Source: an optimization exercise on an open RTL-to-GDS flow (aim: small area and a short achievable clock period). Production flows keep margins and buffers that such runs may drop. RTL that was checked went through simulation tests only; none was proved equivalent to the original. Power is estimated from default activity; no workload was simulated.

Design fp_narrow, start of the top module:
module fp_narrow (
    input  wire        clk,
    input  wire        rst,           
    input  wire        in_valid,
    input  wire [31:0] in_x,          
    input  wire [3:0]  in_fmt,        
    input  wire [2:0]  in_rmode,      
    input  wire        in_sat,        
    input  wire [15:0] in_r,          
    output reg         out_valid,
    output reg  [15:0] out_y,         
    output reg         out_ovf,       
    output reg         out_nan,       
    output reg         out_err        
);
Settings: LEC_CHECK=0, ABC_AREA=1, CAP_MARGIN=20, CORE_MARGIN=2, CORE_UTILIZATION=40, CTS_BUF_LIST=sky130_fd_sc_hd__clkbuf_8, SLEW_MARGIN=20; clock period 14.0 ns.
standard.sh (not shown) runs the stock make flow with config.mk's settings and CLKGATE_MAP_FILE= SYNTH_SCRIPT=/design/flow/synth_recipe.tcl, a recipe that flattens the netlist after the stock synthesis.
==> flow/flow/run.sh <==
#!/bin/bash
# The standard layout, with plain buf_1 cells (not delay buffers) on the ports,
# and timing repair asked for 10 ns of setup margin (the clock and the
# constraints are the design's).
set -euo pipefail
export BUFFER_PORTS_ARGS="-buffer_cell sky130_fd_sc_hd__buf_1"
export SETUP_SLACK_MARGIN=10
bash standard.sh > make_finish.log 2>&1
Edit:
==> flow/flow/run.sh (replaced) <==
#!/bin/bash
# The standard layout, with plain buf_1 cells (not delay buffers) on the ports,
# and timing repair asked for 10.3 ns of setup margin (the clock and the
# constraints are the design's).
set -euo pipefail
export BUFFER_PORTS_ARGS="-buffer_cell sky130_fd_sc_hd__buf_1"
export SETUP_SLACK_MARGIN=10.3
bash standard.sh > make_finish.log 2>&1
Outcome: Fmax came out higher slightly; wire length is about the same; synthesized area stays the same; worst setup slack improved by 0.041 ns; die area does not change; clock skew is about the same; synthesized cell count does not change; combinational power came out lower by a few percent.

* * *

## run A
fp_narrow, a different RTL version from the one above (not shown whole).
Size: roughly 1,000 cells after synthesis.
==> flow/design.v (excerpt) <==
module fp_narrow (
    input  wire        clk,
    input  wire        rst,           
    input  wire        in_valid,
    input  wire [31:0] in_x,          
    input  wire [3:0]  in_fmt,        
    input  wire [2:0]  in_rmode,      
    input  wire        in_sat,        
    input  wire [15:0] in_r,          
    output reg         out_valid,
    output reg  [15:0] out_y,         
    output reg         out_ovf,       
    output reg         out_nan,       
    output reg         out_err        
);
==> flow/config.mk <==
export PLATFORM = sky130hd
export DESIGN_NAME = fp_narrow
export DESIGN_NICKNAME = fp_narrow
export VERILOG_FILES = /design/flow/design.v
export SDC_FILE = /design/flow/constraint.sdc
export NUM_CORES = 4
export LEC_CHECK = 0
export ABC_AREA = 1
export CAP_MARGIN = 20
export CORE_MARGIN = 2
export CORE_UTILIZATION = 40
export CTS_BUF_LIST = sky130_fd_sc_hd__clkbuf_4 sky130_fd_sc_hd__clkbuf_8
export SLEW_MARGIN = 20
==> flow/constraint.sdc <==
create_clock -name core_clock -period 14.0 [get_ports {clk}]
set_input_delay 2.8000 -clock core_clock [delete_from_list [all_inputs] [get_ports {clk}]]
set_output_delay 2.8000 -clock core_clock [all_outputs]
set_load 0.01 [all_outputs]
==> flow/flow/run.sh <==
#!/bin/bash
# The standard layout, with plain buf_1 cells (not delay buffers) on the ports,
# and timing repair asked for 10 ns of setup margin (the clock and the
# constraints are the design's).
set -euo pipefail
export BUFFER_PORTS_ARGS="-buffer_cell sky130_fd_sc_hd__buf_1"
export SETUP_SLACK_MARGIN=10
bash standard.sh > make_finish.log 2>&1
In summary, run A completed successfully, with a layout that passed the timing, design-rule and antenna checks.
Edits applied to the flow inputs when going from run A to run B:
Settings: CTS_BUF_LIST now sky130_fd_sc_hd__clkbuf_8, was sky130_fd_sc_hd__clkbuf_4 sky130_fd_sc_hd__clkbuf_8; GPL_TIMING_DRIVEN now 1, previously not set.
## What came out
- Every run in the comparison, run B and run A, completed the flow with a clean layout.
- Looking at run B and run A, the via count is a wash.
- Run A -> run B: post-synthesis net count delta 0, exact match
- Critical path depth in cells in run B is 1 below run A.
- When the final numbers for run B and run A were put side by side, the fraction of power consumed by sequential logic turned out to be greater in run B.
- Reported for run B and run A, final cell count turned out identical to the last digit.
- Compared run B against run A; fraction of the cycle the final worst path needs within noise.
- NOTE total chip power run A->run B decreased slightly
- Delta(share of total power in the clock network, run B - run A) < 0
- From run A to run B the numbers moved as follows: utilization did not really move, maximum frequency did not really move.
diff inputs: run B => run C
Settings: a deleted GPL_TIMING_DRIVEN that had been 1.
Notes after the runs:
- Run C finished all stages; the layout is clean.
- [compare] base=run B new=run C: total length of routed wires now sits at about the same level; highest achievable clock rate was more or less identical; post-route cell area held steady; effective utilization at floorplan flat.
- Number of clock buffer instances in the layout came out exactly the same in run B and run C.
- Comparing run B against run C, there is no change at all in final sequential cell count.
- Run B → run C: clock network fraction of total power shows no meaningful change; buffers plus inverters on the worst setup path shows no meaningful change.
Setup changes, run C to run D
==> flow/flow/run.sh <==
#!/bin/bash
# The standard layout, with plain buf_1 cells (not delay buffers) on the ports,
# and timing repair asked for 9.6 ns of setup margin (the clock and the
# constraints are the design's).
set -euo pipefail
export BUFFER_PORTS_ARGS="-buffer_cell sky130_fd_sc_hd__buf_1"
export SETUP_SLACK_MARGIN=9.6
bash standard.sh > make_finish.log 2>&1
==> summary.txt <==
- Run D: full flow OK, the timing, design-rule and antenna checks passed
- Relative to run C, final worst-path setup slack decreased by 0.26 ns in run D.
- In run D, the fraction of power spent switching nets came out 0.83 points above the value in run C.
- Re row count: no difference whatsoever between run D and run C.
- As far as net count after synthesis goes, run C and run D are indistinguishable; the numbers are identical.
- Compared with run C, in run D flip-flop and latch share of the layout cell area higher, total wirelength of the detailed-routed design shrank by about 6%, growth of design area from synthesis to finish now smaller.
- The portion of the clock cycle consumed by the worst path in the final layout of run D exceeds that of run C by 1.8 points.
- Lower sequential power share goes to run C over run D.

* * *

Another version of the RTL of fp_narrow (not shown whole).
==> flow/config.mk <==
export PLATFORM = sky130hd
export DESIGN_NAME = fp_narrow
export DESIGN_NICKNAME = fp_narrow
export VERILOG_FILES = /design/flow/design.v
export SDC_FILE = /design/flow/constraint.sdc
export NUM_CORES = 4
export LEC_CHECK = 0
export ABC_AREA = 1
export CAP_MARGIN = 20
export CORE_MARGIN = 2
export CORE_UTILIZATION = 40
export CTS_BUF_LIST = sky130_fd_sc_hd__clkbuf_8
export SLEW_MARGIN = 20
==> flow/constraint.sdc <==
create_clock -name core_clock -period 14.0 [get_ports {clk}]
set_input_delay 2.8000 -clock core_clock [delete_from_list [all_inputs] [get_ports {clk}]]
set_output_delay 2.8000 -clock core_clock [all_outputs]
set_load 0.01 [all_outputs]
==> flow/flow/run.sh <==
#!/bin/bash
# The standard layout, with plain buf_1 cells (not delay buffers) on the ports,
# and timing repair asked for 10 ns of setup margin (the clock and the
# constraints are the design's).
set -euo pipefail
export BUFFER_PORTS_ARGS="-buffer_cell sky130_fd_sc_hd__buf_1"
export SETUP_SLACK_MARGIN=10
bash standard.sh > make_finish.log 2>&1
The starting point ran to the end with no violations.
Edit:
==> flow/flow/run.sh (replaced) <==
#!/bin/bash
# The standard layout, with plain buf_1 cells (not delay buffers) on the ports.
set -euo pipefail
export BUFFER_PORTS_ARGS="-buffer_cell sky130_fd_sc_hd__buf_1"
bash standard.sh > make_finish.log 2>&1
The changed run went through all stages and came out clean.
Cell area came out lower by 8.4%.
First-iteration DRC count climbs by 34%.
Die area is unchanged.
No run of this note included a check of the RTL's function; only the layout flow was run.

* * *

Another version of the RTL of fp_narrow (not shown whole).
Size: roughly 90 flip-flops.
Settings: LEC_CHECK=0, ABC_AREA=1, CAP_MARGIN=20, CORE_MARGIN=2, CORE_UTILIZATION=40, CTS_BUF_LIST=sky130_fd_sc_hd__clkbuf_8, SLEW_MARGIN=20; clock period 14.0 ns.
==> flow/flow/run.sh <==
#!/bin/bash
# The standard layout, with plain buf_1 cells (not delay buffers) on the ports,
# and timing repair asked for 9.6 ns of setup margin (the clock and the
# constraints are the design's).
set -euo pipefail
export BUFFER_PORTS_ARGS="-buffer_cell sky130_fd_sc_hd__buf_1"
export SETUP_SLACK_MARGIN=9.6
bash standard.sh > make_finish.log 2>&1
Edit:
==> flow/flow/run.sh (replaced) <==
#!/bin/bash
# The standard layout, with plain buf_1 cells (not delay buffers) on the ports,
# and timing repair asked for 10.3 ns of setup margin (the clock and the
# constraints are the design's).
set -euo pipefail
export BUFFER_PORTS_ARGS="-buffer_cell sky130_fd_sc_hd__buf_1"
export SETUP_SLACK_MARGIN=10.3
bash standard.sh > make_finish.log 2>&1
Effect: Global-route usage rises by 0.78 points. Worst hold slack is worse by 0.0081 ns. Wire length rises by a little under a tenth. Utilization rises by 7.3 points. Final cell count rises by a few percent. Total power rises by roughly a tenth. Area after synthesis is unchanged. Setup slack is better by 0.21 ns. Count of clock-buffer cells in the layout rises by 1. Sequential cell count is unchanged. Combinational power rises by a quarter to a third.
Edit:
==> flow/flow/run.sh (replaced) <==
#!/bin/bash
# The standard layout, with plain buf_1 cells (not delay buffers) on the ports,
# and timing repair asked for 10 ns of setup margin (the clock and the
# constraints are the design's), by resizing gates and swapping pins only.
set -euo pipefail
export BUFFER_PORTS_ARGS="-buffer_cell sky130_fd_sc_hd__buf_1"
export SETUP_SLACK_MARGIN=10
export SETUP_MOVE_SEQUENCE=unbuffer,sizeup,swap
bash standard.sh > make_finish.log 2>&1
Result: The new run completed without violations; final area is lower by roughly a tenth; cell count is lower by a few percent; clock power is lower by a little under a tenth; global-route usage is lower by 1.0 points; power is lower by roughly a tenth; setup slack gets worse by 0.15 ns; routed wire length is lower by a little under a tenth.

* * *

== JK ==
Starting RTL as in the previous note.
==> flow/config.mk <==
export PLATFORM = sky130hd
export DESIGN_NAME = fp_narrow
export DESIGN_NICKNAME = fp_narrow
export VERILOG_FILES = /design/flow/design.v
export SDC_FILE = /design/flow/constraint.sdc
export NUM_CORES = 4
export LEC_CHECK = 0
export ABC_AREA = 1
export CAP_MARGIN = 20
export CORE_MARGIN = 2
export CORE_UTILIZATION = 60
export CTS_BUF_LIST = sky130_fd_sc_hd__clkbuf_8
export SLEW_MARGIN = 20
==> flow/constraint.sdc <==
create_clock -name core_clock -period 14.0 [get_ports {clk}]
set_input_delay 2.8000 -clock core_clock [delete_from_list [all_inputs] [get_ports {clk}]]
set_output_delay 2.8000 -clock core_clock [all_outputs]
set_load 0.01 [all_outputs]
==> flow/flow/run.sh <==
#!/bin/bash
# The standard layout, with plain buf_1 cells (not delay buffers) on the ports,
# and timing repair asked for 10 ns of setup margin (the clock and the
# constraints are the design's).
set -euo pipefail
export BUFFER_PORTS_ARGS="-buffer_cell sky130_fd_sc_hd__buf_1"
export SETUP_SLACK_MARGIN=10
bash standard.sh > make_finish.log 2>&1
The final layout from JK, which completed every stage, passed the timing, design-rule and antenna checks at the end of the flow.
## Diff of input files: AL against JK
- CORE_UTILIZATION now 40, was 60
## What came out
Between AL and JK, it is AL whose width of the chip is higher, by about 22%.
Delta (AL minus JK): remaining global-route overflow level, minimum clock period after layout moved down, power moved up, setup slack moved up.
Summary of AL over JK: die span in y went up by 22%, static power due to leakage has remained practically unchanged, routed length on met2 picked up an extra 5.2%.
Going from JK to AL, global-route usage -8.9 points; data required time of the worst path ~0 delta.

-- separate check: timing with driven ports --
The results above use ideal ports. As a check the final layouts listed here were re-extracted and re-timed, cells and wires unchanged.
Step 1 assumes that a clkbuf_16 drives the clock port and a buf_2 every other input.
Step 2 moves the port delays by t, midway between the first and last clock arrival at a register: inputs arrive t later, outputs are due t later. That takes back most of the time a late clock gives input paths.
Slacks: ideal ports / drivers / drivers and shift; pairs: ideal ports / drivers.
run	t (ns)	slack for setup (ns)	latest minus earliest clock arrival (ns)	worst register clock-pin slew, ns
the first run of note 1	0.416	9.938 / 9.938 / 9.685	0.016 / 0.016	0.10 / 0.10
the second run of note 1	0.417	9.979 / 9.979 / 9.729	0.015 / 0.014	0.09 / 0.09
run A	0.415	10.102 / 10.114 / 9.699	0.012 / 0.012	0.09 / 0.09
run B	0.416	10.094 / 10.113 / 9.697	0.012 / 0.012	0.09 / 0.09
run C	0.416	10.094 / 10.113 / 9.697	0.012 / 0.012	0.09 / 0.09
run D	0.424	9.839 / 9.855 / 9.431	0.013 / 0.012	0.09 / 0.09
the first run of note 3	0.406	9.790 / 9.755 / 9.349	0.017 / 0.016	0.10 / 0.10
the second run of note 3	0.410	8.994 / 9.008 / 8.597	0.023 / 0.023	0.10 / 0.10
the first run of note 4	0.419	9.912 / 9.928 / 9.509	0.005 / 0.005	0.09 / 0.09
the second run of note 4	0.417	10.117 / 10.112 / 9.695	0.010 / 0.010	0.09 / 0.09
the third run of note 4	0.422	9.965 / 9.965 / 9.650	0.017 / 0.017	0.10 / 0.10
JK	0.413	10.023 / 10.031 / 9.618	0.011 / 0.010	0.09 / 0.09
AL	0.423	10.053 / 10.066 / 9.643	0.017 / 0.018	0.10 / 0.10
After both steps setup and hold are still met in every run listed. For the first run of note 3, which loses most, drivers alone change the setup slack by -0.035 ns; drivers and shift together by -0.441 ns.
